From an optimization exercise on the open Yosys and OpenROAD flow, aimed at small area, a short achievable clock period and few clock cycles per item; shortcuts taken in it are not production practice. RTL that was checked went through simulation tests only; none was proved equivalent to the original. The RTL of runs 1 and 2 was laid out without a check of its function. Power and IR drop assume default switching activity.

## flow/config.mk

```make
export PLATFORM = sky130hd
export DESIGN_NAME = rhalo_narrow
export DESIGN_NICKNAME = rhalo_narrow
export VERILOG_FILES = /design/flow/design.v
export SDC_FILE = /design/flow/constraint.sdc
export NUM_CORES = 4
export LEC_CHECK = 0
export CAP_MARGIN = 20
export CORE_MARGIN = 2
export CORE_UTILIZATION = 40
export SLEW_MARGIN = 20
```

## flow/constraint.sdc

```tcl
create_clock -name core_clock -period 19.0 [get_ports {clk}]
set_input_delay 3.8000 -clock core_clock [delete_from_list [all_inputs] [get_ports {clk}]]
set_output_delay 3.8000 -clock core_clock [all_outputs]
set_load 0.01 [all_outputs]
```

## flow/design.v

```verilog
module rhalo_narrow (
    input  wire        clk,
    input  wire        rst,
    input  wire        in_valid,
    output wire        in_ready,
    input  wire [31:0] in_data,
    input  wire [3:0]  cfg_src,
    input  wire [3:0]  cfg_dst,
    input  wire [1:0]  cfg_rnd,
    input  wire [7:0]  cfg_es,
    input  wire [31:0] cfg_seed,
    input  wire [63:0] cfg_index,
    output wire        out_valid,
    input  wire        out_ready,
    output wire [15:0] out_t,
    output wire [24:0] out_r,
    output wire        out_esat,
    output wire        out_last,
    output wire [4:0]  out_k,
    output wire [7:0]  out_et,
    output wire        out_esc,
    output wire        out_sat,
    output wire        out_err
);
    localparam integer NS = 34;              
    localparam [31:0]  HC = 32'h9E37_79B1;   
    function [31:0] lfsr_step32;
        input [31:0] s;
        integer i;
        reg [31:0] v;
        begin
            v = s;
            for (i = 0; i < 32; i = i + 1)
                v = {v[30:0], v[31] ^ v[21] ^ v[1] ^ v[0]};
            lfsr_step32 = v;
        end
    endfunction
    function [31:0] sext_elem;
        input        s8;
        input        s16;
        input [31:0] d;
        begin
            sext_elem[7:0]   = d[7:0];
            sext_elem[15:8]  = s8 ? {8{d[7]}} : d[15:8];
            sext_elem[31:16] = s8 ? {16{d[7]}} : s16 ? {16{d[15]}} : d[31:16];
        end
    endfunction
    function [23:0] wide_therm;
        input [31:0] x;
        integer j;
        reg [30:0] e;
        reg        acc;
        begin
            e   = x[30:0] ^ {31{x[31]}};
            acc = 1'b0;
            wide_therm = 24'd0;
            for (j = 31; j >= 8; j = j - 1) begin
                acc = acc | e[j-1];
                wide_therm[j-8] = acc;
            end
        end
    endfunction
    function [4:0] therm_bin;
        input [23:0] t;
        integer b, m;
        reg [47:0] tx;
        begin
            tx = {24'd0, t};
            therm_bin = 5'd0;
            for (b = 0; b < 5; b = b + 1)
                for (m = 1; m <= 24; m = m + 1)
                    if (((m >> b) & 1) == 1 && ((m - 1) >> b) % 2 == 0)
                        therm_bin[b] = therm_bin[b] |
                            (t[m-1] & ~tx[m - 1 + (1 << b)]);
        end
    endfunction
    function [15:0] inc16;
        input [15:0] x;
        integer i;
        begin
            inc16[0] = ~x[0];
            for (i = 1; i < 16; i = i + 1)
                inc16[i] = x[i] ^ (&(x | ~((16'd1 << i) - 16'd1)));
        end
    endfunction
    function [5:0] inc_slot;
        input [5:0] s;
        begin
            inc_slot = (s == NS - 1) ? 6'd0 : s + 6'd1;
        end
    endfunction
    reg  [32*NS-1:0] ring;
    wire [31:0] ring0  = ring[31:0];
    wire [31:0] ring1  = ring[63:32];
    wire [31:0] ring33 = ring[32*NS-1 -: 32];
    wire wr;                                  
    always @(posedge clk) begin
        ring[31:0]          <= ring33;
        ring[63:32]         <= wr ? in_data : ring0;
        ring[32*NS-1:64]    <= ring[32*NS-33:32];
    end
    reg [5:0] ph;         
    reg [5:0] head;       
    reg [5:0] tail;       
    reg [5:0] cnt;        
    reg [4:0] wi;         
    reg       ird;        
    reg       xfull;      
    wire rd;              
    reg  [4:0] ri;        
    assign in_ready = ird;
    assign wr = in_valid & ird;
    wire [5:0] cnt_inc  = cnt + 6'd1;
    wire [5:0] cnt_dec  = cnt - 6'd1;
    wire       cnt33    = (cnt == 6'd33);
    wire       cnt34    = (cnt == 6'd34);
    wire       full_nx  = (cnt34 & ~rd) | (cnt33 & wr & ~rd);
    wire       xdone;                         
    wire       xfull_nx = (wr & (wi == 5'd0)) | (xfull & ~xdone);
    wire       wi_nz_nx = wr ? (wi != 5'd31) : (wi != 5'd0);
    wire       ird_nx   = (wr | (ph == tail)) & ~full_nx &
                          (wi_nz_nx | ~xfull_nx);
    always @(posedge clk) begin
        if (rst) begin
            ph   <= 6'd0;
            head <= NS - 1;
            tail <= NS - 1;
            cnt  <= 6'd0;
            wi   <= 5'd0;
            ird  <= 1'b1;
        end else begin
            ph   <= inc_slot(ph);
            if (rd) head <= inc_slot(head);
            if (wr) tail <= inc_slot(tail);
            if (wr & ~rd) cnt <= cnt_inc;
            else if (rd & ~wr) cnt <= cnt_dec;
            if (wr) wi <= wi + 5'd1;
            ird  <= ird_nx;
        end
    end
    reg         l_s8, l_s16;
    reg         l_w16;
    reg         l_rnd;
    reg         l_err;
    reg  [7:0]  l_es;
    reg  [23:0] therm;
    reg         nw1, nw1_first, kc;
    wire cfg_bad = (cfg_src == 4'd0) || (cfg_src > 4'd3) ||
                   (cfg_dst == 4'd0) || (cfg_dst > 4'd3) ||
                   (cfg_dst >= cfg_src) || cfg_rnd[1];
    always @(posedge clk) begin
        if (wr && wi == 5'd0) begin
            l_s8  <= (cfg_src[1:0] == 2'd1);
            l_s16 <= (cfg_src[1:0] == 2'd2);
            l_w16 <= cfg_dst[1];
            l_rnd <= cfg_rnd[0];
            l_err <= cfg_bad;
            l_es  <= cfg_es;
        end
    end
    wire [23:0] th_el = wide_therm(sext_elem(l_s8, l_s16, ring1));
    wire [23:0] th_f  = (nw1_first ? 24'd0 : therm) | th_el;
    always @(posedge clk) begin
        if (rst) begin
            nw1 <= 1'b0;
            kc  <= 1'b0;
        end else begin
            nw1 <= wr;
            kc  <= wr && (wi == 5'd31);
        end
        nw1_first <= (wi == 5'd0);
        if (nw1) therm <= th_f;
    end
    wire [23:0] kth = l_w16 ? {8'd0, th_f[23:8]} : th_f;
    wire [4:0]  kn  = therm_bin(kth);
    reg         c_esc;
    integer m;
    always @(*) begin
        c_esc = 1'b0;
        for (m = 1; m <= 24; m = m + 1)
            if (l_es == 8'd128 - m[7:0])
                c_esc = c_esc | kth[m-1];
    end
    wire [4:0]  c_k  = l_err ? 5'd0 : c_esc ? ~l_es[4:0] : kn;
    wire [7:0]  c_es = l_err ? 8'd0 : l_es;
    reg       p_v;
    reg       p_s8, p_s16, p_w16, p_rnd, p_err, p_esc;  reg [4:0] p_k;  reg [7:0] p_es;
    reg       r_v;
    reg       r_s8, r_s16, r_w16, r_rnd, r_err, r_esc;  reg [4:0] r_k;  reg [7:0] r_es;
    wire r_done  = rd & (ri == 5'd31);
    wire r_load  = ~r_v | r_done;
    wire r_fromp = r_load & p_v;
    wire r_fromc = r_load & ~p_v & kc;
    always @(posedge clk) begin
        if (rst) begin
            p_v <= 1'b0;
            r_v <= 1'b0;
            ri  <= 5'd0;
        end else begin
            if (r_load) r_v <= p_v | kc;
            if (r_fromp) p_v <= kc;
            else if (kc && !r_fromc) p_v <= 1'b1;
            if (rd) ri <= ri + 5'd1;
        end
        if (kc && !r_fromc) begin
            p_s8 <= l_s8; p_s16 <= l_s16; p_w16 <= l_w16; p_rnd <= l_rnd;
            p_err <= l_err; p_esc <= c_esc & ~l_err; p_k <= c_k; p_es <= c_es;
        end
        if (r_fromp) begin
            r_s8 <= p_s8; r_s16 <= p_s16; r_w16 <= p_w16; r_rnd <= p_rnd;
            r_err <= p_err; r_esc <= p_esc; r_k <= p_k; r_es <= p_es;
        end else if (r_fromc) begin
            r_s8 <= l_s8; r_s16 <= l_s16; r_w16 <= l_w16; r_rnd <= l_rnd;
            r_err <= l_err; r_esc <= c_esc & ~l_err; r_k <= c_k; r_es <= c_es;
        end
    end
    reg  [31:0] xs, xi, sd;
    reg  [4:0]  mstep;
    reg         mfirst;
    reg         sfull;
    wire [31:0] dmul = (xi[31:30] == 2'd0) ? 32'd0 :
                       (xi[31:30] == 2'd1) ? HC :
                       (xi[31:30] == 2'd2) ? (HC << 1) : (HC * 32'd3);
    wire [31:0] hsum = (mfirst ? 32'd0 : (sd << 2)) + dmul;
    wire        mgo  = xfull & ~sfull;
    wire        mlast = mstep[4];
    assign xdone = mgo & mlast;
    always @(posedge clk) begin
        if (mgo)
            sd <= mlast ? (xs ^ sd) : hsum;
        if (wr && wi == 5'd0) begin
            xs <= cfg_seed ^ cfg_index[63:32];
            xi <= cfg_index[31:0];
        end else if (mgo) begin
            xi <= xi << 2;
        end
    end
    reg  [31:0] lfsr;
    reg         lv;
    wire last_rd = (ri == 5'd31);
    wire l_seed  = last_rd | ~lv;
    wire l_load  = (rd & (~last_rd | sfull)) | (~lv & sfull);
    wire s_use   = l_seed & sfull & (rd | ~lv);
    wire [31:0] s0 = (sd == 32'd0) ? 32'd1 : sd;
    wire [31:0] l_next = lfsr_step32(l_seed ? s0 : lfsr);
    always @(posedge clk) begin
        if (rst) begin
            xfull  <= 1'b0;
            sfull  <= 1'b0;
            mstep  <= 5'd0;
            mfirst <= 1'b1;
            lv     <= 1'b0;
        end else begin
            xfull <= xfull_nx;
            if (xdone) sfull <= 1'b1;
            else if (s_use) sfull <= 1'b0;
            if (mgo) begin
                mstep  <= mlast ? 5'd0 : mstep + 5'd1;
                mfirst <= mlast;
            end
            if (l_load) lv <= 1'b1;
            else if (rd & last_rd) lv <= 1'b0;
        end
        if (l_load) lfsr <= l_next;
    end
    reg        ov;
    reg        sat_acc;
    wire elig  = r_v & (ph == head) & lv;
    assign rd  = elig & (~ov | out_ready);
    wire [31:0] q    = sext_elem(r_s8, r_s16, ring33);
    wire [31:0] v    = $signed(q) >>> r_k;
    wire [23:0] mask = ~(24'hFFFFFF << r_k);
    wire [23:0] f    = q[23:0] & mask;
    wire [23:0] hm   = mask >> 1;
    wire        hb   = |(q[23:0] & (mask ^ hm));
    wire        stk  = |(q[23:0] & hm);
    wire        up_rne = hb & (stk | v[0]);
    wire        up_sto = (lfsr[23:0] & mask) < f;
    wire        up   = r_rnd ? up_sto : up_rne;
    wire        sgn   = v[31];
    wire        fits  = r_w16 ? (v[31:15] == {17{sgn}}) : (v[31:7] == {25{sgn}});
    wire        lowhi = r_w16 ? (&v[14:0]) : (&v[6:0]);
    wire        is_lm = r_w16 ? (v[31:15] == 17'h1FFFE) : (v[31:7] == 25'h1FFFFFE);
    wire        ovh0  = ~sgn & ~fits;
    wire        ovl0  =  sgn & ~fits;
    wire        ovh1  = ~sgn & (~fits | lowhi);
    wire        ovl1  =  sgn & ~fits & ~(is_lm & lowhi);
    wire [15:0] hi16  = r_w16 ? 16'h7FFF : 16'h007F;
    wire [15:0] lo16  = r_w16 ? 16'h8000 : 16'hFF80;
    wire [15:0] t0    = ovh0 ? hi16 : ovl0 ? lo16 : v[15:0];
    wire [15:0] t1    = ovh1 ? hi16 : ovl1 ? lo16 : inc16(v[15:0]);
    wire        es0   = ovh0 | ovl0;
    wire        es1   = ovh1 | ovl1;
    wire [15:0] t_c   = up ? t1 : t0;
    wire        esat  = up ? es1 : es0;
    wire        rneg  = up & ~es1;
    wire [24:0] r_c   = {rneg, (f | (~mask & {24{rneg}}))};
    reg [15:0] o_t;
    reg [24:0] o_r;
    reg        o_esat, o_last, o_sat, o_esc, o_err;
    reg [4:0]  o_k;
    reg [7:0]  o_et;
    always @(posedge clk) begin
        if (rst) begin
            ov      <= 1'b0;
            sat_acc <= 1'b0;
        end else begin
            if (rd) ov <= 1'b1;
            else if (out_ready) ov <= 1'b0;
            if (rd) sat_acc <= last_rd ? 1'b0 : (sat_acc | (esat & ~r_err));
        end
        if (rd) begin
            o_t    <= r_err ? 16'd0 : t_c;
            o_r    <= (r_err | r_esc) ? 25'd0 : r_c;
            o_esat <= esat & ~r_err;
            o_last <= last_rd;
            o_sat  <= (sat_acc | esat) & ~r_err;
            o_k    <= r_k;
            o_et   <= r_es + {3'd0, r_k};
            o_esc  <= r_esc;
            o_err  <= r_err;
        end
    end
    assign out_valid = ov;
    assign out_t     = o_t;
    assign out_r     = o_r;
    assign out_esat  = o_esat;
    assign out_last  = o_last;
    assign out_k     = o_k;
    assign out_et    = o_et;
    assign out_esc   = o_esc;
    assign out_sat   = o_sat;
    assign out_err   = o_err;
endmodule
```

## flow/run.sh

```bash
#!/bin/bash
# synth_recipe.tcl (not shown) runs the flow's synth.tcl, then flattens the netlist and writes it again
# the make line also repeats each setting of config.mk as NAME=value (left out here)
make -C /OpenROAD-flow-scripts/flow DESIGN_CONFIG=/design/flow/config.mk WORK_HOME=/design/flow/orfs CLKGATE_MAP_FILE= SYNTH_SCRIPT=/design/flow/synth_recipe.tcl finish
```

==> results of run 1 <==
## cell usage after synthesis (all sizes together) (15+ instances only)
| cell type | number | area share |
|---|---|---|
| dfxtp | 1139 | 0.51 |
| nand2 | 349 | 0.030 |
| edfxtp | 262 | 0.18 |
| nor2 | 191 | 0.016 |
| a21oi | 148 | 0.017 |
| xor2 | 140 | 0.028 |
| xnor2 | 129 | 0.027 |
| o21ai | 113 | 0.013 |
| clkbuf | 89 | 0.0075 |
| ha | 84 | 0.024 |
| inv | 75 | 0.0063 |
| mux2i | 55 | 0.013 |
| nor2b | 54 | 0.0076 |
| buf | 51 | 0.0070 |
| nand3 | 51 | 0.0059 |
| mux2 | 43 | 0.011 |
| nor3 | 38 | 0.0045 |
| nand2b | 27 | 0.0038 |
| a21o | 26 | 0.0044 |
| and2 | 26 | 0.0037 |
| nand4 | 25 | 0.0035 |
| nor4 | 25 | 0.0038 |
| and3 | 23 | 0.0032 |
| a31oi | 22 | 0.0034 |
| or3 | 22 | 0.0031 |
| a221oi | 20 | 0.0041 |
| a211oi | 19 | 0.0032 |
| o31ai | 17 | 0.0032 |
| o22ai | 16 | 0.0025 |
| or2 | 15 | 0.0021 |
## worst register-to-register path: stages, from the launching register on
cell and delay [ns]:
edfxtp_1 0.34, buf_4 0.63, mux2_4 0.45, a2111oi_0 0.83
o211ai_1 0.18, a32oi_1 0.59, nand2_1 0.11, or4_4 0.45
a31oi_4 0.56, nand3_2 0.29, nand2_2 0.58, o21ai_1 0.16
a21oi_1 0.49
## area by class of cell
cell class | instances | area share
tap | 1488 | 0.03527
sequential | 1401 | 0.5811
multi-input combinational | 1901 | 0.2436
clock inverter | 62 | 0.01787
timing repair buffer | 241 | 0.04499
clock buffer | 185 | 0.07156
inverter | 79 | 0.005642
## logic make-up after synthesis
| logic type | synth area share |
|---|---|
| buffers and inverters | 0.02120 |
| adders and majority gates | 0.02500 |
| DFF | 0.6900 |
| muxes | 0.03074 |
| xor gates and xnor gates | 0.05486 |
| and+or+nand+nor | 0.09470 |
| AOI/OAI and AO/OA | 0.08349 |
## worst paths after layout
kind / end / slack [ns] / cells after the start
max: r_es[5]$_DFFE_PP_ / 12.27 / 9
min: ring[997]$_DFF_P_ / 0.30 / 0
max reg2reg: o_r[17]$_SDFFCE_PP0P_ / 13.05 / 12
min reg2reg: ring[997]$_DFF_P_ / 0.30 / 0
## flip-flops by register name, summed over array words and instances, names as in the netlist, 16 cells and up
register  flops
ring       1088
lfsr         32
sd           32
xi           32
xs           32
o_r          25
therm        24
o_t          16
## power groups by stage
stage          Sequential, mW  Combinational, mW  Clock, mW
2_1_floorplan            3.48              0.860          0
6_report                 3.47               1.07       2.74
4_1_cts                  3.47               1.08       2.82
3_3_place_gp             3.53               1.07          0
5_1_grt                  3.49               1.18       2.94
3_5_place_dp             3.53               1.08          0
## stage by stage
stage          cell area [um^2]  hold WS (ns)
6_report                  52780        0.2973
5_1_grt                   52780        0.3036
4_1_cts                   52730        0.2986
3_5_place_dp              48010        0.3121
3_3_place_gp              48010        0.3097
2_1_floorplan             44450        0.3096
## cells in the final DEF (no fill, tap or decap), drive strengths merged, types with 54 or more instances in the layout
cell type and instances:
edfxtp 262, xnor2 129, nand2 349, xor2 140, clkbuf 185, inv 85, ha 84, clkdlybuf4s50 210
o21ai 113, nor2 191, a21oi 148, nor2b 54, mux2i 55, dfxtp 1139
## layer usage
layer  vias to the layer above  part of all wire  wire length [um]  GRT usage
met5                         -           0.00036                36          0
met4                         6             0.023              2283    0.05740
met3                       169             0.064              6401    0.03660
met2                       797              0.43             42690     0.2581
met1                     12500              0.48             48290     0.2583
li1                      12710                 -                 -          -
==> results.yml, run 1 <==
sta:
  setup_violations: 0
  finalHoldViolations: 0
  setup_tns_ns: 0
  drv_slew: 0
  fmax_mhz: 148.6
  tightest_slew_ns: 1.047
  fin_ws_ns: 12.27
  clock_skew_ns: 0.05043
  grt_setup_unrepaired: "false"
  finalCritPeriodShare: 0.3541
  period_minus_slack_ns: 6.728
  relSlewSlack: 0.3021
clock_tree:
  cts.sinks: 1401
  cts_root_buf: "clkbuf_16"
  insertion_delay_ns: 0.76
  htreeDepth: 4
  cts_resized: 0
  holdBufCountCts: 0
  cts_tree: "yes"
  cts_buffers: 135
  cts_buffer_depth: 3
  post-cts-setup-buffer-count: 0
  path_clk_slew_ns: 0.06
grt:
  grt_pass1_vias: 25250
  grt_max_degree: 73
  antenna_found_initial: 4
  grt_first_pass_wirelength_mm: 152.7
  grt_util_all_layers: 0.1760
  overflow: 0
cells_and_area:
  seq_area_um2: 30670
  finalNetCount: 3996
  filler_cell_count: 9843
  finalNonFillerCells: 5357
  multi_input_area_um2: 12860
  final_util: 0.4776
  drive_above_1_share: 0.09512
  diodes: 0
  area_growth_syn_to_layout_pct: 18.75
worst_setup_path:
  critPathArrivalTime_ns: 7.23
  critPathTopFamily: "simple AND/OR/NAND/NOR gates"
  cp-end-kind: "flip-flop"
  slowest_delay_ns: 0.82
  cp_slowest_cell: "and2_1"
  startpoint_type: "input pin"
  critical_path.cell_chain: "clkdlybuf4s50_1 -> nand2b_1 -> nand2b_1 -> clkinv_2 -> buf_4 -> nand2_1 -> nand2_1 -> and2_1 -> mux2_2"
  critPathKind: "input pin to flip-flop"
  required_ns: 19.51
  critPathLaunch: "out_ready"
  r2r-start: "r_k[0]$_DFFE_PP_"
  crit_path_max_fanout: 72
  critPathBufInv: 3
floorplan:
  ios: 211
  die-height_um: 337.3
  core_um2: 110500
  initial_core_util: 0.4022
  dieArea_um2: 113800
  die_w_um: 337.3
  std_cell_rows: 122
yosys:
  synth_top_flop_cell: "dfxtp_1"
  synth_cell_types: 112
  syn-instance-count: 3521
  syn_nets: 3758
  synth_async_sr_flop_share: 0
  synth_edf_count: 262
  yosys_register_bits: 1401
  yosysSeqAreaShare: 0.6900
  syn_area_um2: 44450
  synth_area_per_cell_um2: 12.62
  yosysWarnings: 1
place:
  routabilityCongestion: 0.9276
  dp_cells: 5108
  port_buffers: 210
  dp_hpwl_mm: 67.76
  post-place-ws_ns: 11.43
power_and_ir_drop:
  p_total_mw: 7.282
  switching_share: 0.2501
  p_per_area_nw_per_um2: 138.0
  switching_power_mw: 1.822
  comb_power_share: 0.147
  cellInternalPower_mw: 5.461
  leakage_nw: 20.73
  pwr-share-seq: 0.476
  vdd_drop_max_mv: 0.1241
  pwr-share-clk: 0.376
run:
  max-cap-violations: 0
detailed_routing:
  drt-initial-drc-count: 2112
  drt-vias-per-instance: 4.887
  dr.pass1.iters: 8
  num_vias: 26180
  wl_per_cell_um: 18.61
  postRouteAntennaNets: 0
  drc: 0
  wl_mm: 99.70
worst_hold_path:
  hold_start: "ring[965]$_DFF_P_"
  min_path_type: "flip-flop to flip-flop"
status:
  status: "no timing/DRC/antenna violations"
==> inputs of run 2 (changes only) <==
==> flow/flow/run.sh (new file) <==
#!/bin/bash
# Standard ORFS layout (standard synthesis unchanged), with timing repair
# asked to keep a setup margin so that it shortens the design's paths.
set -euo pipefail
bash standard.sh SETUP_SLACK_MARGIN=13 finish > standard.log 2>&1
==> flow/standard.sh (new file) <==
#!/bin/bash
# synth_recipe.tcl (not shown) runs the flow's synth.tcl, then flattens the netlist and writes it again
# the make line also repeats each setting of config.mk as NAME=value (left out here)
make -C /OpenROAD-flow-scripts/flow DESIGN_CONFIG=/design/flow/config.mk WORK_HOME=/design/flow/orfs CLKGATE_MAP_FILE= SYNTH_SCRIPT=/design/flow/synth_recipe.tcl "${@:-finish}"
removed: flow/run.sh
==> run 2 against run 1 <==
Effect of this change: clock power is 1% lower; utilization is 0.057 points higher; largest cell class unchanged; still clean; synthesized cell count stayed put.
==> results.yml, run 2 <==
status:
  status: "no timing/DRC/antenna violations"
worst_setup_path:
  required_ns: 19.66
  startpoint_type: "input pin"
  cp-end-kind: "flip-flop"
  critPathBufInv: 5
  critPathArrivalTime_ns: 6.55
  slowest_delay_ns: 0.52
  crit_path_max_fanout: 12
  critPathTopFamily: "buffers and inverters"
  critical_path.cell_chain: "clkdlybuf4s50_1 -> nand2_4 -> buf_12 -> inv_6 -> buf_12 -> ha_1 -> inv_2 -> ha_1 -> a21o_1 -> a21oi_2 -> o21bai_1 -> a21oi_2 -> xnor2_1 -> or3_1 -> a21oi_1"
  cp_slowest_cell: "clkdlybuf4s50_1"
  critPathKind: "input pin to flip-flop"
cells_and_area:
  final_common_cell: "dfxtp_1"
  multi_input_area_um2: 12880
  filler_cell_count: 9870
  finalNetCount: 4001
  largest_reg_flops: 1088
  drive_above_1_share: 0.1012
  most-common-layout-cells: "dfxtp_1, nand2_1, edfxtp_1"
  area_growth_syn_to_layout_pct: 18.89
  seq_area_um2: 30670
  largest_register: "ring"
grt:
  grt_first_pass_wirelength_mm: 150.2
  grt_max_degree: 63
  grt_pass1_vias: 25240
  grt_util_all_layers: 0.1734
  antenna_found_initial: 7
  overflow: 0
floorplan:
  die-height_um: 337.3
  std_cell_rows: 122
  initial_core_util: 0.4022
  ios: 211
  dieArea_um2: 113800
  core_um2: 110500
  die_w_um: 337.3
clock_tree:
  htreeDepth: 4
  cts_buffer_depth: 3
  cts_buffers: 136
  path_clk_slew_ns: 0.06
  holdBufCountCts: 0
  cts_tree: "yes"
  insertion_delay_ns: 0.73
  cts_root_buf: "clkbuf_16"
  cts.sinks: 1401
yosys:
  synth_top_cell_area_share: 0.5130
  synthTopCellsByArea: "dfxtp_1, edfxtp_1, nand2_1"
  synth_most_common_cell: "dfxtp_1"
  syn-instance-count: 3521
  yosys_register_bits: 1401
  synth_area_per_cell_um2: 12.62
  synth_async_sr_flop_share: 0
  yosysSeqAreaShare: 0.6900
  yosysWarnings: 1
  synthTopCellsByCount: "dfxtp_1, nand2_1, edfxtp_1"
  synth_cell_types: 112
  synth_edf_count: 262
  syn_nets: 3758
  synth_top_flop_cell: "dfxtp_1"
  synth_area_leader_cell: "dfxtp_1"
  syn_area_um2: 44450
place:
  port_buffers: 210
  dp_hpwl_mm: 67.54
  routabilityCongestion: 0.9353
detailed_routing:
  postRouteAntennaNets: 0
  drt-initial-drc-count: 1974
  wl_per_cell_um: 18.76
  drt-vias-per-instance: 4.914
  drc: 0
  wl_mm: 100.6
  num_vias: 26350
  dr.pass1.iters: 6
power_and_ir_drop:
  leakage_nw: 20.81
  comb_power_share: 0.149
  vdd_drop_max_mv: 0.1298
  pwr-share-seq: 0.478
  switching_share: 0.2479
  pwr-share-clk: 0.373
  cellInternalPower_mw: 5.455
  p_per_area_nw_per_um2: 137.3
  switching_power_mw: 1.799
sta:
  period_minus_slack_ns: 5.896
  grt_setup_unrepaired: "false"
  setup_tns_ns: 0
  relSlewSlack: 0.2778
  fmax_mhz: 169.6
  finalCritPeriodShare: 0.3103
  drv_slew: 0
  setup_violations: 0
  tightest_slew_ns: 1.081
  finalHoldViolations: 0
  clock_skew_ns: 0.03049
  worst_hold_slack_ns: 0.3052
worst_hold_path:
  min_path_type: "flip-flop to flip-flop"
run:
  max-cap-violations: 0
## run 2: path summary, 6_finish.rpt
| path | slack (ns) | end | from | cells after the start |
|---|---|---|---|---|
| setup / recovery | 13.10 | cnt[5]$_SDFFE_PP0P_ | in_valid | 15 |
| hold / removal | 0.31 | ring[268]$_DFF_P_ | ring[236]$_DFF_P_ | 0 |
| setup reg to reg | 13.48 | o_r[17]$_SDFFCE_PP0P_ | r_k[0]$_DFFE_PP_ | 13 |
| hold reg to reg | 0.31 | ring[268]$_DFF_P_ | ring[236]$_DFF_P_ | 0 |
## run 2: final cells by class
cell class                 count  area share
clock inverter                60     0.01293
inverter                      79    0.005777
tap                         1488     0.03523
clock buffer                 186     0.07510
sequential                  1401      0.5804
antenna                        3   0.0001421
multi-input combinational   1901      0.2437
timing repair buffer         245     0.04669
## run 2: power groups by stage
stage               sequential, mW  combinational (mW)  clock [mW]
finish                        3.47                1.08        2.70
global route                  3.49                1.19        2.90
CTS                           3.47                1.07        2.78
detailed placement            3.53                1.07           0
global placement              3.53                1.06           0
floorplan                     3.48               0.860           0
## run 2: repair_timing
| action | 4_1_cts | 5_1_grt |
|---|---|---|
| gates cloned | 0 | 4 |
| pin swaps | 0 | 1 |
| setup endpoints to repair | 74 | 63 |
| resized for setup | 7 | 14 |
| buffers inserted | 0 | 2 |
## run 2: worst reg2reg max path, stage by stage (launching register included)
cell and delay [ns]:
edfxtp_1 0.35, buf_6 0.46, mux2_4 0.45, a2111oi_0 0.71, buf_4 0.24, o211ai_1 0.08
a32oi_1 0.60, nand2_1 0.11, or4_4 0.45, a31oi_4 0.54, nand3_2 0.28, nand2_4 0.37
o21ai_1 0.15, a21oi_1 0.47
## run 2: cell families (layout without fill, tap and decap cells)
kind of cell | after synthesis | in the layout | share of synthesized area
xor+xnor | 270 | 270 | 0.05486
mux | 111 | 111 | 0.03074
buf+inv | 219 | 570 | 0.02120
fa+ha+maj | 87 | 87 | 0.02500
compound gates | 547 | 547 | 0.08349
flops | 1401 | 1401 | 0.6900
other cells | 0 | 3 | 0
simple gates | 886 | 886 | 0.09470
## run 2: metrics by stage
stage | util | power, mW | setup slack, ns | area (um^2) | std cells
2_1_floorplan | - | 4.342 | 13.03 | 44470 | 3521
5_1_grt | 0.4782 | 7.584 | 13.02 | 52840 | 5362
4_1_cts | 0.4767 | 7.323 | 12.78 | 52680 | 5354
3_5_place_dp | 0.4344 | 4.599 | 11.65 | 48010 | 5108
6_report | 0.4782 | 7.254 | 13.10 | 52850 | 5363
3_3_place_gp | 0.4344 | 4.586 | 11.67 | 48010 | 5108
## run 2: metal layers
layer | GRT usage | vias up | wire (um)
met5 | 0 | - | 24
met4 | 0.06667 | 4 | 2824
met3 | 0.04262 | 175 | 7141
met2 | 0.2532 | 864 | 43170
met1 | 0.2469 | 12600 | 47460
li1 | - | 12710 | -
==> inputs of run 3 (changes only) <==
--- a/flow/design.v
+++ b/flow/design.v
@@ -97,5 +97,5 @@
     always @(posedge clk) begin
         ring[31:0]          <= ring33;
-        ring[63:32]         <= wr ? in_data : ring0;
+        ring[63:32]         <= ird ? in_data : ring0;
         ring[32*NS-1:64]    <= ring[32*NS-33:32];
     end
@@ -103,17 +103,15 @@
     reg [5:0] head;       
     reg [5:0] tail;       
-    reg [5:0] cnt;        
+    reg       full;       
     reg [4:0] wi;         
     reg       ird;        
     reg       xfull;      
     wire rd;              
+    reg  ov;              
     reg  [4:0] ri;        
     assign in_ready = ird;
     assign wr = in_valid & ird;
-    wire [5:0] cnt_inc  = cnt + 6'd1;
-    wire [5:0] cnt_dec  = cnt - 6'd1;
-    wire       cnt33    = (cnt == 6'd33);
-    wire       cnt34    = (cnt == 6'd34);
-    wire       full_nx  = (cnt34 & ~rd) | (cnt33 & wr & ~rd);
+    wire       near     = (inc_slot(tail) == head);    
+    wire       full_nx  = ~rd & (full | (wr & near));
     wire       xdone;                         
     wire       xfull_nx = (wr & (wi == 5'd0)) | (xfull & ~xdone);
@@ -126,5 +124,5 @@
             head <= NS - 1;
             tail <= NS - 1;
-            cnt  <= 6'd0;
+            full <= 1'b0;
             wi   <= 5'd0;
             ird  <= 1'b1;
@@ -133,6 +131,5 @@
             if (rd) head <= inc_slot(head);
             if (wr) tail <= inc_slot(tail);
-            if (wr & ~rd) cnt <= cnt_inc;
-            else if (rd & ~wr) cnt <= cnt_dec;
+            full <= full_nx;
             if (wr) wi <= wi + 5'd1;
             ird  <= ird_nx;
@@ -149,6 +146,7 @@
                    (cfg_dst == 4'd0) || (cfg_dst > 4'd3) ||
                    (cfg_dst >= cfg_src) || cfg_rnd[1];
+    wire cap = ird & (wi == 5'd0);
     always @(posedge clk) begin
-        if (wr && wi == 5'd0) begin
+        if (cap) begin
             l_s8  <= (cfg_src[1:0] == 2'd1);
             l_s16 <= (cfg_src[1:0] == 2'd2);
@@ -188,6 +186,6 @@
     reg       r_v;
     reg       r_s8, r_s16, r_w16, r_rnd, r_err, r_esc;  reg [4:0] r_k;  reg [7:0] r_es;
-    wire r_done  = rd & (ri == 5'd31);
-    wire r_load  = ~r_v | r_done;
+    wire elig;
+    wire r_load  = ~r_v | (elig & (ri == 5'd31) & (~ov | out_ready));
     wire r_fromp = r_load & p_v;
     wire r_fromc = r_load & ~p_v & kc;
@@ -229,5 +227,5 @@
         if (mgo)
             sd <= mlast ? (xs ^ sd) : hsum;
-        if (wr && wi == 5'd0) begin
+        if (cap) begin
             xs <= cfg_seed ^ cfg_index[63:32];
             xi <= cfg_index[31:0];
@@ -264,7 +262,6 @@
         if (l_load) lfsr <= l_next;
     end
-    reg        ov;
     reg        sat_acc;
-    wire elig  = r_v & (ph == head) & lv;
+    assign elig  = r_v & (ph == head) & lv;
     assign rd  = elig & (~ov | out_ready);
     wire [31:0] q    = sext_elem(r_s8, r_s16, ring33);
==> flow/flow/run.sh (replaced) <==
#!/bin/bash
# Standard ORFS layout (standard synthesis unchanged). Timing repair keeps a
# setup margin so that it shortens the design's paths, and the port buffers
# are plain buffers.
set -euo pipefail
bash standard.sh SETUP_SLACK_MARGIN=14 BUFFER_PORTS_ARGS="-buffer_cell sky130_fd_sc_hd__buf_4" finish > standard.log 2>&1
==> run 3 against run 2 <==
Effect of this change: design area shrank 0.74%; utilization rose by 0.31 points; sequential share of layout area up 0.25 points; global-route usage decreased by 0.25 points; maximum frequency increased by 13%; routed wire length fell by 3.8%; synthesized cell count shrank 3.1%; via count decreased by 3.5%; worst hold slack worse by 0.0093 ns; largest cell class unchanged.
==> results.yml, run 3 <==
cells_and_area:
  seq_area_um2: 30580
  area_growth_syn_to_layout_pct: 19.12
  drive_above_1_share: 0.1768
  largest_reg_flops: 1088
  finalNetCount: 3903
  largest_register: "ring"
  most-common-layout-cells: "dfxtp_1, edfxtp_1, nand2_1"
  final_common_cell: "dfxtp_1"
  filler_cell_count: 9586
  multi_input_area_um2: 12870
power_and_ir_drop:
  switching_share: 0.2682
  switching_power_mw: 2.143
  vdd_drop_max_mv: 0.1719
  leakage_nw: 21.05
  pwr-share-clk: 0.340
  p_per_area_nw_per_um2: 152.3
  pwr-share-seq: 0.460
  comb_power_share: 0.200
  cellInternalPower_mw: 5.848
clock_tree:
  cts_buffer_depth: 3
  cts_tree: "yes"
  htreeDepth: 4
  cts.sinks: 1396
  cts_buffers: 135
  cts_root_buf: "clkbuf_16"
  holdBufCountCts: 0
  insertion_delay_ns: 0.76
  path_clk_slew_ns: 0.06
yosys:
  synth_top_family_by_area: "simple AND/OR/NAND/NOR gates"
  synth_most_common_cell: "dfxtp_1"
  yosys_register_bits: 1396
  synth_async_sr_flop_share: 0
  synth_edf_count: 262
  synth-simple-area-share: 0.08927
  syn_nets: 3642
  synthTopCellsByArea: "dfxtp_1, edfxtp_1, xor2_1"
  yosysWarnings: 1
  synth_top_cell_area_share: 0.5155
  synthAdderAreaFrac: 0.02335
  syn-instance-count: 3411
  synthTopCellsByCount: "dfxtp_1, edfxtp_1, nand2_1"
  synthMuxAreaShare: 0.04202
  yosysSeqAreaShare: 0.6942
  synth_cell_types: 94
  synth_top_flop_cell: "dfxtp_1"
  synth_area_leader_cell: "dfxtp_1"
  synth_xor_area_frac: 0.05509
  syn_area_um2: 44040
  synth_area_per_cell_um2: 12.91
  synth-compound-area-share: 0.07668
detailed_routing:
  wl_mm: 96.78
  postRouteAntennaNets: 0
  drt-initial-drc-count: 1874
  dr.pass1.iters: 5
  wl_per_cell_um: 18.63
  drc: 0
  drt-vias-per-instance: 4.897
  num_vias: 25430
run:
  max-cap-violations: 0
worst_setup_path:
  rr_worst_depth: 16
  critPathBufInv: 1
  rrSetupSlack_ns: 14.09
  startpoint_type: "flip-flop"
  slowest_delay_ns: 0.50
  crit_path_max_fanout: 1
  required_ns: 15.20
  cp-end-kind: "output port"
  critPathArrivalTime_ns: 1.41
  critPathLaunch: "o_r[21]$_SDFFCE_PP0P_"
  reg2reg_to: "o_t[10]$_SDFFCE_PP0P_"
  critical_path.cell_chain: "buf_6"
  critPathKind: "flip-flop to output port"
  crit_cells: 1
  critPathTopFamily: "flip-flops"
  r2r-start: "r_k[1]$_DFFE_PP_"
  cp_slowest_cell: "edfxtp_1"
sta:
  drv_slew: 0
  fmax_mhz: 191.9
  setup_tns_ns: 0
  worst_hold_slack_ns: 0.2958
  finalHoldViolations: 0
  clock_skew_ns: 0.04258
  setup_violations: 0
  relSlewSlack: 0.3506
  finalCritPeriodShare: 0.2743
  tightest_slew_ns: 0.9730
  period_minus_slack_ns: 5.212
  grt_setup_unrepaired: "true"
worst_hold_path:
  min_path_type: "flip-flop to flip-flop"
  hold_depth: 0
  hold_start: "ring[252]$_DFF_P_"
  holdPathEnd: "ring[284]$_DFF_P_"
status:
  status: "no timing/DRC/antenna violations"
place:
  routabilityCongestion: 0.9081
  dp_hpwl_mm: 65.68
  port_buffers: 210
grt:
  grt_util_all_layers: 0.1709
  grt_pass1_vias: 24220
  overflow: 0
  grt_max_degree: 65
  grt_first_pass_wirelength_mm: 147.0
  antenna_found_initial: 2
floorplan:
  die-height_um: 335.8
  die_w_um: 335.8
  std_cell_rows: 121
  dieArea_um2: 112800
  core_um2: 109000
  ios: 211
  initial_core_util: 0.4040
==> run 3: cell count changes after synthesis, sizes merged, moves of 10 or more <==
cell    change
nor3       +12
inv        -12
nor2       +14
a21oi      -13
mux2       +37
o21a       +10
nand2     -112
a221oi     -17
o211ai     +13
==> run 3: area by class of cell <==
cell class	instances	area share
clock inverters	52	0.01226
clock buffers	192	0.07714
diodes	1	0.00004770
multi-input cells	1810	0.2453
flip-flops and latches	1396	0.5829
well taps	1414	0.03373
inverters	64	0.004747
repair buffers	265	0.04391
==> run 3: metrics by stage <==
step | area (um^2) | power (mW) | utilization | worst slack (ns) | instances
finish | 52460 | 7.991 | 0.4812 | 13.79 | 5194
global route | 52450 | 8.371 | 0.4812 | 13.74 | 5193
CTS | 52110 | 8.031 | 0.4780 | 13.74 | 5175
detailed placement | 47040 | 5.288 | 0.4316 | 12.89 | 4921
global placement | 47040 | 5.246 | 0.4316 | 12.91 | 4921
floorplan | 44150 | 4.916 | - | 13.51 | 3411
==> run 3: worst max path at each step <==
| stage | slack [ns] | endpoint |
|---|---|---|
| 3_3_place_gp | 12.91 | r_s8$_DFFE_PP_ |
| 4_1_cts | 13.74 | out_k[2] |
| 2_1_floorplan | 13.51 | lfsr[0]$_DFFE_PP_ |
| 6_report | 13.79 | out_r[21] |
| 5_1_grt | 13.74 | out_r[21] |
| 3_5_place_dp | 12.89 | r_k[4]$_DFFE_PP_ |
==> run 3: power groups by stage <==
stage	clock network (mW)	logic, mW	registers [mW]
6_report	2.71	1.60	3.68
5_1_grt	2.91	1.76	3.71
3_3_place_gp	0	1.51	3.74
3_5_place_dp	0	1.55	3.74
4_1_cts	2.79	1.56	3.68
2_1_floorplan	0	1.25	3.66
==> run 3: routing by layer <==
metal,vias to the layer above,global-route usage,wire length (um)
li1,12390,-,-
met1,12230,0.2459,46350
met2,681,0.2541,42250
met3,129,0.04146,6356
met4,2,0.05085,1814
met5,-,0,13
==> run 3: cells by family after synthesis <==
kind of cell / after synthesis
xor gates and xnor gates: 261
muxes: 152
DFF: 1396
AOI/OAI and AO/OA: 510
adders and majority gates: 81
buffers and inverters: 205
and+or+nand+nor: 806
==> run 3: repair_timing <==
| item | in CTS | in global routing |
|---|---|---|
| pin swaps | 0 | 8 |
| setup buffers | 10 | 17 |
| setup endpoints to repair | 128 | 117 |
| resized for setup | 83 | 46 |
Testbench counts of run 3, summed over its fixed seeds: cycles 65,808, items 2,048.
==> inputs of run 4 (changes only) <==
--- a/flow/config.mk
+++ b/flow/config.mk
@@ -8,4 +8,5 @@
 export CAP_MARGIN = 20
 export CORE_MARGIN = 2
-export CORE_UTILIZATION = 40
+export CORE_UTILIZATION = 65
+export PLACE_DENSITY = 0.75
 export SLEW_MARGIN = 20
==> run 4 against run 3 <==
Effect of this change: sequential share of layout area grew 1.3 points; register-to-register slack worse by 0.08 ns; utilization up 28 points; largest power group unchanged; first-iteration DRC count up 100%; largest cell class unchanged; global-route usage increased by 18 points; critical path depth unchanged; design area decreased by 2.2%; maximum frequency is 1.8% higher; non-clock buffer count fell by 8; synthesized cell count is the same; sequential power up 1%; power rose by 0.48%.
==> results.yml, run 4 <==
status:
  status: "no timing/DRC/antenna violations"
grt:
  grt_max_degree: 76
  antenna_found_initial: 5
  grt_util_all_layers: 0.3474
  grt_pass1_vias: 28840
  grt_first_pass_wirelength_mm: 182.3
  overflow: 0
worst_setup_path:
  critical_path.cell_chain: "buf_6"
  critPathArrivalTime_ns: 1.32
  slowest_delay_ns: 0.49
  critPathKind: "flip-flop to output port"
  crit_path_max_fanout: 1
  required_ns: 15.20
  critPathBufInv: 1
  cp-end-kind: "output port"
  critPathTopFamily: "flip-flops"
  startpoint_type: "flip-flop"
  cp_slowest_cell: "edfxtp_1"
yosys:
  yosys_register_bits: 1396
  synthTopCellsByCount: "dfxtp_1, edfxtp_1, nand2_1"
  synth_top_cell_area_share: 0.5155
  syn_area_um2: 44040
  synth_cell_types: 94
  synth_async_sr_flop_share: 0
  synth_edf_count: 262
  synthAdderAreaFrac: 0.02335
  yosysWarnings: 1
  synthTopCellsByArea: "dfxtp_1, edfxtp_1, xor2_1"
  synth-simple-area-share: 0.08927
  synthMuxAreaShare: 0.04202
  synth_area_per_cell_um2: 12.91
  synth_top_flop_cell: "dfxtp_1"
  synth-compound-area-share: 0.07668
  synth_most_common_cell: "dfxtp_1"
  syn_nets: 3642
  synth_area_leader_cell: "dfxtp_1"
  syn-instance-count: 3411
  synth_top_family_by_area: "simple AND/OR/NAND/NOR gates"
  yosysSeqAreaShare: 0.6942
  synth_xor_area_frac: 0.05509
detailed_routing:
  drt-initial-drc-count: 3782
  postRouteAntennaNets: 0
  dr.pass1.iters: 6
  wl_mm: 124.4
  drc: 0
  drt-vias-per-instance: 6.103
  num_vias: 28260
  wl_per_cell_um: 26.85
power_and_ir_drop:
  p_total_mw: 8.029
  vdd_drop_max_mv: 0.1839
  p_per_area_nw_per_um2: 156.5
  leakage_nw: 20.81
cells_and_area:
  final_util: 0.7639
  area_growth_syn_to_layout_pct: 16.49
  most-common-layout-cells: "dfxtp_1, edfxtp_1, nand2_1"
  final_common_cell: "dfxtp_1"
  largest_reg_flops: 1088
  drive_above_1_share: 0.1749
  largest_register: "ring"
  finalNetCount: 3880
clock_tree:
  cts_root_buf: "clkbuf_16"
  cts_tree: "yes"
  cts.sinks: 1396
  insertion_delay_ns: 0.76
  path_clk_slew_ns: 0.07
  cts_buffer_depth: 3
  htreeDepth: 3
  cts_buffers: 119
sta:
  relSlewSlack: 0.2291
  finalCritPeriodShare: 0.2695
  finalHoldViolations: 0
  period_minus_slack_ns: 5.120
  setup_tns_ns: 0
  drv_slew: 0
  tightest_slew_ns: 1.149
  setup_violations: 0
  clock_skew_ns: 0.1013
  fmax_mhz: 195.3
  grt_setup_unrepaired: "true"
  worst_hold_slack_ns: 0.2860
floorplan:
  dieArea_um2: 69850
  ios: 211
  die_w_um: 264.3
  core_um2: 67160
  die-height_um: 264.3
  std_cell_rows: 95
  initial_core_util: 0.6557
place:
  port_buffers: 210
  routabilityCongestion: 0.9428
  dp_hpwl_mm: 73.28
worst_hold_path:
  min_path_type: "flip-flop to flip-flop"
run:
  max-cap-violations: 0
[run 4: layout make-up]
class | instances | area (um^2)
Sequential cell | 1396 | 30580
Fill cell | 3700 | 15860
Multi-Input combinational cell | 1811 | 12910
Clock buffer | 173 | 3618
Timing Repair Buffer | 257 | 2272
Tap cell | 873 | 1092
Clock inverter | 55 | 579.3
Inverter | 64 | 246.5
Antenna cell | 2 | 5.005
[run 4: timing repair]
item / CTS / global route
resized for setup: 91 / 50
buffers inserted: 9 / 10
hold buffers: 0 / 0
cloned: 0 / 2
pin swaps: 2 / 5
setup endpoints to repair: 132 / 124
[run 4: worst paths after layout]
check / start / endpoint / slack [ns] / depth (start not counted)
setup / recovery: o_et[3]$_DFFE_PP_ / out_et[3] / 13.88 / 1
hold reg to reg: ring[888]$_DFF_P_ / ring[920]$_DFF_P_ / 0.29 / 0
hold / removal: ring[888]$_DFF_P_ / ring[920]$_DFF_P_ / 0.29 / 0
setup reg to reg: ring[63]$_DFF_P_ / r_k[1]$_DFFE_PP_ / 14.01 / 13
[run 4: cells by family (layout without fill, tap and decap cells)]
| family | Yosys count | in the layout |
|---|---|---|
| buf+inv | 205 | 549 |
| fa+ha+maj | 81 | 81 |
| other cells | 0 | 2 |
| xor+xnor | 261 | 261 |
| flops | 1396 | 1396 |
| mux | 152 | 152 |
| simple gates | 806 | 807 |
| compound gates | 510 | 510 |
[run 4: layer usage]
metal	vias to the layer above	GRT usage	wire [um]
li1	12360	-	-
met1	13630	0.4435	48110
met2	1743	0.5691	58320
met3	529	0.06842	10480
met4	2	0.1720	7433
met5	-	0	17
[run 4: per-stage QoR]
step | instances | cell area (um^2) | setup WS (ns)
after global placement | 4379 | 46350 | 13.08
after detailed placement | 4379 | 46350 | 12.97
final | 4631 | 51300 | 13.88
after global routing | 4629 | 51300 | 13.86
after floorplan | 3411 | 44150 | 13.51
after CTS | 4616 | 50950 | 13.85
[run 4: power breakdown]
part           total [mW]  switching [mW]  internal (mW)
registers            3.73           0.198           3.53
clock network        2.57            1.16           1.41
logic                1.73           0.967          0.765
total                8.03            2.32           5.71
==> inputs of run 5 (changes only) <==
==> flow/flow/run.sh (replaced) <==
#!/bin/bash
# Standard ORFS layout (standard synthesis unchanged). Timing repair keeps a
# setup margin so that it shortens the design's paths, and the port buffers
# are plain buffers.
set -euo pipefail
bash standard.sh SETUP_SLACK_MARGIN=13 BUFFER_PORTS_ARGS="-buffer_cell sky130_fd_sc_hd__buf_4" finish > standard.log 2>&1
--- a/flow/config.mk
+++ b/flow/config.mk
@@ -8,5 +8,4 @@
 export CAP_MARGIN = 20
 export CORE_MARGIN = 2
-export CORE_UTILIZATION = 65
-export PLACE_DENSITY = 0.75
+export CORE_UTILIZATION = 40
 export SLEW_MARGIN = 20
==> run 5 against run 4 <==
Effect of this change: still clean; first-iteration DRC count down 50%; critical path depth is 15 higher; worst setup slack got worse by 0.58 ns; die area rose by 61%; final cell count up 12%; via count is 10% lower; power fell by 1.3%; register-to-register slack got worse by 0.71 ns; routed wire length shrank 23%; area after synthesis did not move; sequential cell count did not move; critical endpoint is now o_t[10]$_SDFFCE_PP0P_.
==> results.yml, run 5 <==
status:
  status: "no timing/DRC/antenna violations"
power_and_ir_drop:
  vdd_drop_max_mv: 0.1655
  leakage_nw: 20.77
  p_total_mw: 7.922
  p_per_area_nw_per_um2: 153.2
clock_tree:
  cts_root_buf: "clkbuf_16"
  holdBufCountCts: 0
  cts_tree: "yes"
  cts.sinks: 1396
  insertion_delay_ns: 0.76
  htreeDepth: 4
  cts_buffers: 136
  path_clk_slew_ns: 0.06
  cts_buffer_depth: 3
worst_setup_path:
  required_ns: 19.61
  slowest_delay_ns: 0.76
  critPathArrivalTime_ns: 6.31
  cp_slowest_cell: "dfxtp_1"
  r2r-start: "ring[1063]$_DFF_P_"
  rr_worst_depth: 16
  critPathKind: "flip-flop to flip-flop"
  startpoint_type: "flip-flop"
  critical_path.cell_chain: "nand2b_1 -> buf_4 -> o21ai_0 -> or4_1 -> mux4_2 -> o21ai_1 -> ha_1 -> nand4_1 -> a22oi_1 -> nor2b_1 -> and4b_1 -> a21oi_1 -> a2bb2oi_2 -> buf_4 -> or4b_1 -> nand4_1"
  cp-end-kind: "flip-flop"
  critPathBufInv: 2
  critPathTopFamily: "simple AND/OR/NAND/NOR gates"
  reg2reg_to: "o_t[10]$_SDFFCE_PP0P_"
  crit_path_max_fanout: 41
  rrSetupSlack_ns: 13.30
cells_and_area:
  most-common-layout-cells: "dfxtp_1, edfxtp_1, nand2_1"
  area_growth_syn_to_layout_pct: 17.44
  seq_area_um2: 30570
  filler_cell_count: 9659
  drive_above_1_share: 0.1606
  diodes: 0
  largest_reg_flops: 1088
  largest_register: "ring"
  multi_input_area_um2: 12640
  final_common_cell: "dfxtp_1"
  finalNetCount: 3876
sta:
  finalHoldViolations: 0
  grt_setup_unrepaired: "false"
  tightest_slew_ns: 1.050
  fmax_mhz: 175.5
  relSlewSlack: 0.2890
  setup_tns_ns: 0
  clock_skew_ns: 0.06332
  period_minus_slack_ns: 5.699
  drv_slew: 0
  setup_violations: 0
  finalCritPeriodShare: 0.3000
detailed_routing:
  drt-vias-per-instance: 4.896
  dr_wl_met3_mm: 6.534
  num_vias: 25310
  drt-initial-drc-count: 1909
  met1_length_mm: 45.73
  wl_mm: 95.67
  postRouteAntennaNets: 0
  route.met2.wl_mm: 41.14
  wl_per_cell_um: 18.51
  routed.top_layer: "met4"
  dr.pass1.iters: 6
  drc: 0
yosys:
  synthTopCellsByCount: "dfxtp_1, edfxtp_1, nand2_1"
  synth_edf_count: 262
  yosysWarnings: 1
  yosys_register_bits: 1396
  syn_nets: 3642
  synthTopCellsByArea: "dfxtp_1, edfxtp_1, xor2_1"
  syn_area_um2: 44040
  synth_cell_types: 94
  synth_area_per_cell_um2: 12.91
  synth_top_flop_cell: "dfxtp_1"
  syn-instance-count: 3411
  synth_area_leader_cell: "dfxtp_1"
  synth_most_common_cell: "dfxtp_1"
  synth_top_cell_area_share: 0.5155
  yosysSeqAreaShare: 0.6942
  synth_async_sr_flop_share: 0
worst_hold_path:
  min_path_type: "flip-flop to flip-flop"
  hold_depth: 0
  holdPathEnd: "ring[887]$_DFF_P_"
  hold_start: "ring[855]$_DFF_P_"
floorplan:
  die_w_um: 335.8
  std_cell_rows: 121
  die-height_um: 335.8
  core_um2: 109000
  ios: 211
  initial_core_util: 0.4040
  dieArea_um2: 112800
grt:
  grt_util_all_layers: 0.1687
  antenna_found_initial: 6
  grt_first_pass_wirelength_mm: 145.3
  overflow: 0
  grt_max_degree: 72
  grt_pass1_vias: 24060
place:
  routabilityCongestion: 0.9022
  dp_hpwl_mm: 65.18
  port_buffers: 210
run:
  max-cap-violations: 0
## run 5: cells by family (layout without fill, tap and decap cells)
kind of cell,after synthesis,count (layout),synth area share
buffers and inverters,205,549,0.01943
AO/OA/AOI/OAI,510,510,0.07668
adder cells (fa/ha/maj),81,81,0.02335
AND/OR/NAND/NOR,806,806,0.08927
multiplexers,152,152,0.04202
XOR/XNOR,261,261,0.05509
flip-flops,1396,1396,0.6942
## run 5: cell type report
| class | count | share of cell area |
|---|---|---|
| clock buffers | 200 | 0.07829 |
| clock inverters | 48 | 0.01231 |
| inverters | 64 | 0.004742 |
| multi-input cells | 1810 | 0.2443 |
| flip-flops and latches | 1396 | 0.5911 |
| well taps | 1414 | 0.03421 |
| repair buffers | 237 | 0.03498 |
## run 5: repair_timing
item	CTS	global route
endpoints found under the setup margin	0	13
setup buffers	0	1
resized for setup	0	4
## run 5: how the worst max path moves through the flow
stage,startpoint,end,slack (ns),cells after the start
after floorplan,out_ready,lfsr[0]$_DFFE_PP_,13.10,6
after global placement,out_ready,r_s16$_DFFE_PP_,12.96,8
after detailed placement,out_ready,r_w16$_DFFE_PP_,12.88,8
after CTS,r_s8$_DFFE_PP_,o_t[10]$_SDFFCE_PP0P_,13.22,16
after global routing,ring[1063]$_DFF_P_,o_t[9]$_SDFFCE_PP0P_,13.01,16
final,ring[1063]$_DFF_P_,o_t[10]$_SDFFCE_PP0P_,13.30,16
## run 5: stage by stage
stage	setup WS, ns	instances	hold slack [ns]	utilization	area, um^2
floorplan	13.10	3411	0.3096	-	44060
global placement	12.96	4919	0.3096	0.4310	46980
detailed placement	12.88	4919	0.3121	0.4310	46980
CTS	13.22	5167	0.3038	0.4740	51660
global route	13.01	5169	0.3089	0.4745	51720
finish	13.30	5169	0.3025	0.4745	51720
## run 5: routing by layer
| layer | vias to the layer above | global-route usage |
|---|---|---|
| met4 | 0 | 0.05706 |
| li1 | 12330 | - |
| met2 | 709 | 0.2464 |
| met3 | 157 | 0.04002 |
| met5 | - | 0 |
| met1 | 12120 | 0.2445 |
## run 5: where the power goes
group          total [mW]  switching, mW  internal [mW]  leakage [nW]
Sequential           3.68          0.148           3.53          12.0
Combinational        1.55          0.839          0.713          6.49
Clock                2.69           1.14           1.55          2.30
==> inputs of run 6 (changes only) <==
==> flow/flow/run.sh (replaced) <==
#!/bin/bash
# Standard ORFS layout (standard synthesis unchanged). Timing repair keeps a
# setup margin so that it shortens the design's paths, and the port buffers
# are plain buffers.
set -euo pipefail
bash standard.sh SETUP_SLACK_MARGIN=14 BUFFER_PORTS_ARGS="-buffer_cell sky130_fd_sc_hd__buf_2" finish > standard.log 2>&1
--- a/flow/config.mk
+++ b/flow/config.mk
@@ -9,3 +9,6 @@
 export CORE_MARGIN = 2
 export CORE_UTILIZATION = 40
+export CTS_BUF_LIST = sky130_fd_sc_hd__clkbuf_16
+export CTS_CLUSTER_DIAMETER = 100
+export CTS_CLUSTER_SIZE = 30
 export SLEW_MARGIN = 20
==> run 6 against run 5 <==
Effect of this change: still clean; worst hold slack worse by 0.026 ns; first-iteration DRC count grew 1.0%; clock power is 45% lower; synthesized cell count unchanged; sequential share of layout area grew 3.5 points; register-to-register slack better by 0.83 ns; power shrank 15%; non-clock buffer count grew 21; critical path type is now flip-flop to output port; largest cell class unchanged.
==> results.yml, run 6 <==
status:
  status: "no timing/DRC/antenna violations"
worst_setup_path:
  crit_path_max_fanout: 1
  cp-end-kind: "output port"
  rrSetupSlack_ns: 14.13
  critPathArrivalTime_ns: 1.41
  required_ns: 15.20
  startpoint_type: "flip-flop"
  reg2reg_to: "sd[28]$_DFFE_PP_"
  slowest_delay_ns: 0.53
  critPathKind: "flip-flop to output port"
  critPathTopFamily: "flip-flops"
  r2r-start: "xi[30]$_DFFE_PP_"
  critPathBufInv: 1
  cp_slowest_cell: "edfxtp_1"
  rr_worst_depth: 18
  critical_path.cell_chain: "buf_6"
sta:
  relSlewSlack: 0.3336
  period_minus_slack_ns: 5.207
  fmax_mhz: 192.0
  setup_tns_ns: 0
  tightest_slew_ns: 0.9985
  fin_ws_ns: 13.79
  setup_violations: 0
  finalCritPeriodShare: 0.2741
  clock_skew_ns: 0.07743
  grt_setup_unrepaired: "true"
  drv_slew: 0
  finalHoldViolations: 0
cells_and_area:
  area_growth_syn_to_layout_pct: 10.93
  diodes: 0
  largest_reg_flops: 1088
  largest_register: "ring"
  stdcell_area_um2: 48850
  most-common-layout-cells: "dfxtp_1, edfxtp_1, nand2_1"
  finalNonFillerCells: 5026
  final_common_cell: "dfxtp_1"
  filler_cell_count: 10010
  finalNetCount: 3817
  drive_above_1_share: 0.1412
detailed_routing:
  postRouteAntennaNets: 0
  num_vias: 24730
  drt-initial-drc-count: 1929
  wl_per_cell_um: 18.73
  drc: 0
  drt-vias-per-instance: 4.921
  route.met2.wl_mm: 40.37
  dr.pass1.iters: 7
  met1_length_mm: 46.05
  dr_wl_met3_mm: 6.062
  wl_mm: 94.16
  routed.top_layer: "met5"
floorplan:
  initial_core_util: 0.4040
  dieArea_um2: 112800
  die-height_um: 335.8
  std_cell_rows: 121
  die_w_um: 335.8
  core_um2: 109000
  ios: 211
yosys:
  syn_nets: 3642
  synth_top_cell_area_share: 0.5155
  yosysSeqAreaShare: 0.6942
  synth_cell_types: 94
  synthMuxAreaShare: 0.04202
  syn_area_um2: 44040
  yosys_register_bits: 1396
  synthTopCellsByArea: "dfxtp_1, edfxtp_1, xor2_1"
  yosysWarnings: 1
  synth_async_sr_flop_share: 0
  synth_xor_area_frac: 0.05509
  synth_top_family_by_area: "simple AND/OR/NAND/NOR gates"
  synthTopCellsByCount: "dfxtp_1, edfxtp_1, nand2_1"
  synth_area_leader_cell: "dfxtp_1"
  synth_most_common_cell: "dfxtp_1"
  synth-compound-area-share: 0.07668
  synth-simple-area-share: 0.08927
  synth_top_flop_cell: "dfxtp_1"
  synth_edf_count: 262
  synthAdderAreaFrac: 0.02335
  synth_area_per_cell_um2: 12.91
  syn-instance-count: 3411
worst_hold_path:
  hold_depth: 0
  hold_start: "ring[1022]$_DFF_P_"
  min_path_type: "flip-flop to flip-flop"
  holdPathEnd: "ring[1054]$_DFF_P_"
place:
  post-place-ws_ns: 12.90
  routabilityCongestion: 0.9151
  port_buffers: 210
  placed_area_um2: 46540
  dp_cells: 4924
  dp_hpwl_mm: 65.57
run:
  max-cap-violations: 0
clock_tree:
  cts.sinks: 1396
  holdBufCountCts: 0
  insertion_delay_ns: 0.73
  cts_buffer_depth: 3
  cts_tree: "yes"
  cts_root_buf: "clkbuf_16"
  cts_buffers: 56
  path_clk_slew_ns: 0.11
  htreeDepth: 2
grt:
  grt_max_degree: 65
  overflow: 0
  grt_pass1_vias: 23100
  grt_first_pass_wirelength_mm: 142.7
  antenna_found_initial: 7
  grt_util_all_layers: 0.1648
power_and_ir_drop:
  vdd_drop_max_mv: 0.1529
  p_per_area_nw_per_um2: 138.3
  leakage_nw: 19.39
run 6: cell counts after synthesis:
No cell type changed its count.
run 6: worst max path at each step:
stage	startpoint	end	slack [ns]	cells past startpoint
2_1_floorplan	out_ready	lfsr[0]$_DFFE_PP_	13.51	6
3_3_place_gp	out_ready	r_s16$_DFFE_PP_	12.97	8
3_5_place_dp	out_ready	r_rnd$_DFFE_PP_	12.90	8
4_1_cts	o_last$_DFFE_PP_	out_last	13.74	1
5_1_grt	o_r[21]$_SDFFCE_PP0P_	out_r[21]	13.72	1
6_report	o_r[21]$_SDFFCE_PP0P_	out_r[21]	13.79	1
run 6: cell families after synthesis:
| logic type | count (synthesis) |
|---|---|
| flip-flops | 1396 |
| AND/OR/NAND/NOR | 806 |
| AO/OA/AOI/OAI | 510 |
| XOR/XNOR | 261 |
| buffers and inverters | 205 |
| multiplexers | 152 |
| adder cells (fa/ha/maj) | 81 |
run 6: cell type report:
| class | count | area, um^2 | share of cell area |
|---|---|---|---|
| multi-input cells | 1810 | 12840 | 0.2627 |
| clock inverters | 25 | 262.8 | 0.005378 |
| inverters | 64 | 249.0 | 0.005097 |
| flip-flops and latches | 1396 | 30580 | 0.6259 |
| repair buffers | 258 | 1683 | 0.03445 |
| clock buffers | 59 | 1476 | 0.03022 |
| well taps | 1414 | 1769 | 0.03621 |
run 6: routing by layer:
metal,up-vias,track usage
met5,-,0
met4,6,0.03521
met3,98,0.03443
met2,592,0.2448
met1,11900,0.2465
li1,12140,-
run 6: repair_timing:
| action | in CTS | in global routing |
|---|---|---|
| cloned | 0 | 0 |
| hold endpoints to repair | 0 | 0 |
| resized for setup | 81 | 33 |
| endpoints found under the setup margin | 127 | 105 |
| pin swaps | 3 | 5 |
| setup buffers | 7 | 10 |
run 6: metrics by stage:
step / utilization / hold WS, ns / power [mW]
2_1_floorplan: - / 0.3096 / 4.916
3_5_place_dp: 0.4269 / 0.3121 / 5.276
5_1_grt: 0.4482 / 0.2821 / 7.104
4_1_cts: 0.4460 / 0.2767 / 6.776
3_3_place_gp: 0.4269 / 0.3096 / 5.241
6_report: 0.4482 / 0.2770 / 6.758
run 6: report_power, final:
group	internal, mW	switching [mW]	total [mW]
Clock	0.584	0.884	1.47
Sequential	3.53	0.147	3.67
Combinational	0.758	0.857	1.62
Total	4.87	1.89	6.76
==> inputs of run 7 (changes only) <==
==> flow/flow/run.sh (replaced) <==
#!/bin/bash
# Standard ORFS layout (standard synthesis unchanged). Timing repair keeps a
# setup margin so that it shortens the design's paths, and the port buffers
# are plain buffers.
set -euo pipefail
bash standard.sh SETUP_SLACK_MARGIN=14.5 BUFFER_PORTS_ARGS="-buffer_cell sky130_fd_sc_hd__buf_2" finish > standard.log 2>&1
--- a/flow/config.mk
+++ b/flow/config.mk
@@ -8,7 +8,8 @@
 export CAP_MARGIN = 20
 export CORE_MARGIN = 2
-export CORE_UTILIZATION = 40
+export CORE_UTILIZATION = 65
 export CTS_BUF_LIST = sky130_fd_sc_hd__clkbuf_16
 export CTS_CLUSTER_DIAMETER = 100
-export CTS_CLUSTER_SIZE = 30
+export CTS_CLUSTER_SIZE = 25
+export PLACE_DENSITY = 0.75
 export SLEW_MARGIN = 20
==> run 7 against run 6 <==
Effect of this change: still clean; sequential share of layout area shrank 2.2 points; sequential power grew 1%; worst setup slack gained 0.086 ns; area after synthesis is the same; first-iteration DRC count grew 62%; die area shrank 38%; maximum frequency grew 1.7%; worst hold slack gained 0.029 ns; critical path type unchanged; highest routed layer unchanged.
==> results.yml, run 7 <==
status:
  status: "no timing/DRC/antenna violations"
sta:
  clock_skew_ns: 0.05266
  setup_tns_ns: 0
  worst_hold_slack_ns: 0.3057
  finalCritPeriodShare: 0.2695
  fmax_mhz: 195.3
  fin_ws_ns: 13.88
  grt_setup_unrepaired: "true"
  drv_slew: 0
  relSlewSlack: 0.3383
  tightest_slew_ns: 0.9914
  period_minus_slack_ns: 5.121
  setup_violations: 0
  finalHoldViolations: 0
floorplan:
  std_cell_rows: 95
  core_um2: 67160
  die_w_um: 264.3
  dieArea_um2: 69850
  initial_core_util: 0.6557
  die-height_um: 264.3
  ios: 211
cells_and_area:
  finalNonFillerCells: 4607
  filler_cell_count: 3960
  area_growth_syn_to_layout_pct: 14.91
  diodes: 0
  largest_register: "ring"
  drive_above_1_share: 0.2009
  largest_reg_flops: 1088
  final_common_cell: "dfxtp_1"
  most-common-layout-cells: "dfxtp_1, edfxtp_1, nand2_1"
  finalNetCount: 3932
detailed_routing:
  wl_mm: 115.5
  drt-vias-per-instance: 5.960
  num_vias: 27460
  postRouteAntennaNets: 0
  dr.pass1.iters: 6
  drt-initial-drc-count: 3122
  wl_per_cell_um: 25.07
  drc: 0
power_and_ir_drop:
  pwr-share-seq: 0.523
  pwr-share-clk: 0.231
  p_per_area_nw_per_um2: 140.3
  comb_power_share: 0.247
  cellInternalPower_mw: 5.024
  switching_power_mw: 2.078
  leakage_nw: 20.44
  vdd_drop_max_mv: 0.2078
  p_total_mw: 7.102
  switching_share: 0.2926
yosys:
  yosys_register_bits: 1396
  synth_top_cell_area_share: 0.5155
  yosysWarnings: 1
  synth_cell_types: 94
  synth_top_flop_cell: "dfxtp_1"
  syn_nets: 3642
  synthTopCellsByArea: "dfxtp_1, edfxtp_1, xor2_1"
  yosysSeqAreaShare: 0.6942
  synth_area_per_cell_um2: 12.91
  synth_async_sr_flop_share: 0
  synth_most_common_cell: "dfxtp_1"
  syn_area_um2: 44040
  synthTopCellsByCount: "dfxtp_1, edfxtp_1, nand2_1"
  syn-instance-count: 3411
  synth_edf_count: 262
  synth_area_leader_cell: "dfxtp_1"
worst_setup_path:
  required_ns: 15.20
  slowest_delay_ns: 0.48
  crit_path_max_fanout: 1
  critPathTopFamily: "flip-flops"
  startpoint_type: "flip-flop"
  critPathArrivalTime_ns: 1.32
  critPathBufInv: 1
  critPathKind: "flip-flop to output port"
  cp_slowest_cell: "edfxtp_1"
  critical_path.cell_chain: "buf_2"
  cp-end-kind: "output port"
place:
  dp_hpwl_mm: 69.88
  port_buffers: 210
  post-place-ws_ns: 12.33
  routabilityCongestion: 0.9436
  dp_cells: 4382
grt:
  grt_pass1_vias: 27210
  antenna_found_initial: 3
  grt_util_all_layers: 0.3121
  overflow: 0
  grt_max_degree: 76
  grt_first_pass_wirelength_mm: 165.5
clock_tree:
  cts_buffer_depth: 3
  path_clk_slew_ns: 0.10
  cts_tree: "yes"
  htreeDepth: 3
  cts_root_buf: "clkbuf_16"
  insertion_delay_ns: 0.69
  cts_buffers: 67
  cts.sinks: 1396
  holdBufCountCts: 0
run:
  max-cap-violations: 0
worst_hold_path:
  min_path_type: "flip-flop to flip-flop"
[run 7: cell counts after synthesis]
No cell type changed its count.
[run 7: kinds of logic after synthesis]
family	Yosys count	share of synthesized area
multiplexers	152	0.04202
buffers and inverters	205	0.01943
adder cells (fa/ha/maj)	81	0.02335
XOR/XNOR	261	0.05509
AND/OR/NAND/NOR	806	0.08927
AO/OA/AOI/OAI	510	0.07668
flip-flops	1396	0.6942
[run 7: final cells by class]
type	count	area, um^2	share of cell area
timing repair buffer	355	2773	0.05479
inverter	64	281.5	0.005563
clock buffer	67	1677	0.03313
multi-input combinational	1815	13800	0.2728
timing repair inverter	2	17.52	0.0003462
tap	873	1092	0.02159
sequential	1396	30580	0.6043
clock inverter	35	381.6	0.007541
[run 7: layer usage]
metal  GRT usage  wire length (um)
met4      0.1026              4104
met5           0                18
met3     0.05145              8654
met1      0.4196             47090
met2      0.5191             55610
[run 7: power by group through the flow]
stage / Clock, mW / Combinational (mW) / Sequential, mW
after floorplan: 0 / 1.25 / 3.66
final: 1.64 / 1.75 / 3.71
after detailed placement: 0 / 1.56 / 3.76
after global placement: 0 / 1.50 / 3.73
after global routing: 1.75 / 1.86 / 3.73
after CTS: 1.65 / 1.64 / 3.71
[run 7: per-stage QoR]
| stage | instance area [um^2] | util |
|---|---|---|
| 2_1_floorplan | 44210 | - |
| 3_3_place_gp | 45890 | 0.6833 |
| 3_5_place_dp | 45890 | 0.6834 |
| 4_1_cts | 48900 | 0.7282 |
| 5_1_grt | 50600 | 0.7535 |
| 6_report | 50600 | 0.7535 |
[run 7: path summary, 6_finish.rpt]
| kind | end | start | cells past startpoint | slack [ns] |
|---|---|---|---|---|
| worst max-delay path | out_et[3] | o_et[3]$_DFFE_PP_ | 1 | 13.88 |
| worst min-delay path | ring[727]$_DFF_P_ | ring[695]$_DFF_P_ | 0 | 0.31 |
| worst max register to register | o_t[9]$_SDFFCE_PP0P_ | r_k[0]$_DFFE_PP_ | 19 | 14.37 |
| worst min register to register | ring[727]$_DFF_P_ | ring[695]$_DFF_P_ | 0 | 0.31 |
[run 7: repair_timing]
action | 4_1_cts | 5_1_grt
pin swaps | 14 | 54
endpoints found under the setup margin | 292 | 172
setup buffers | 39 | 58
gates cloned | 7 | 19
gates resized for setup | 133 | 183
[run 7: worst register-to-register path, cell delays in order (launching register included)]
cell,delay [ns]
edfxtp_1,0.45
buf_12,0.16
buf_8,0.13
or3b_2,0.53
nor2_2,0.19
nor3_2,0.09
mux4_2,0.55
buf_6,0.16
nor2_4,0.10
nor2_4,0.06
ha_4,0.18
nand4_1,0.12
a22oi_2,0.12
nor2b_4,0.14
and4b_1,0.26
a21oi_2,0.19
a2bb2oi_4,0.45
clkbuf_16,0.27
or3_4,0.13
o311ai_2,0.11

Re-timed with assumed drivers on the ports (clkbuf_16 on the clock, buf_2 on other inputs), run 7 has 13.812 ns of setup slack against 13.879 ns with ideal ports, and 13.754 ns once port delays also move by the mid clock arrival of 0.732 ns.
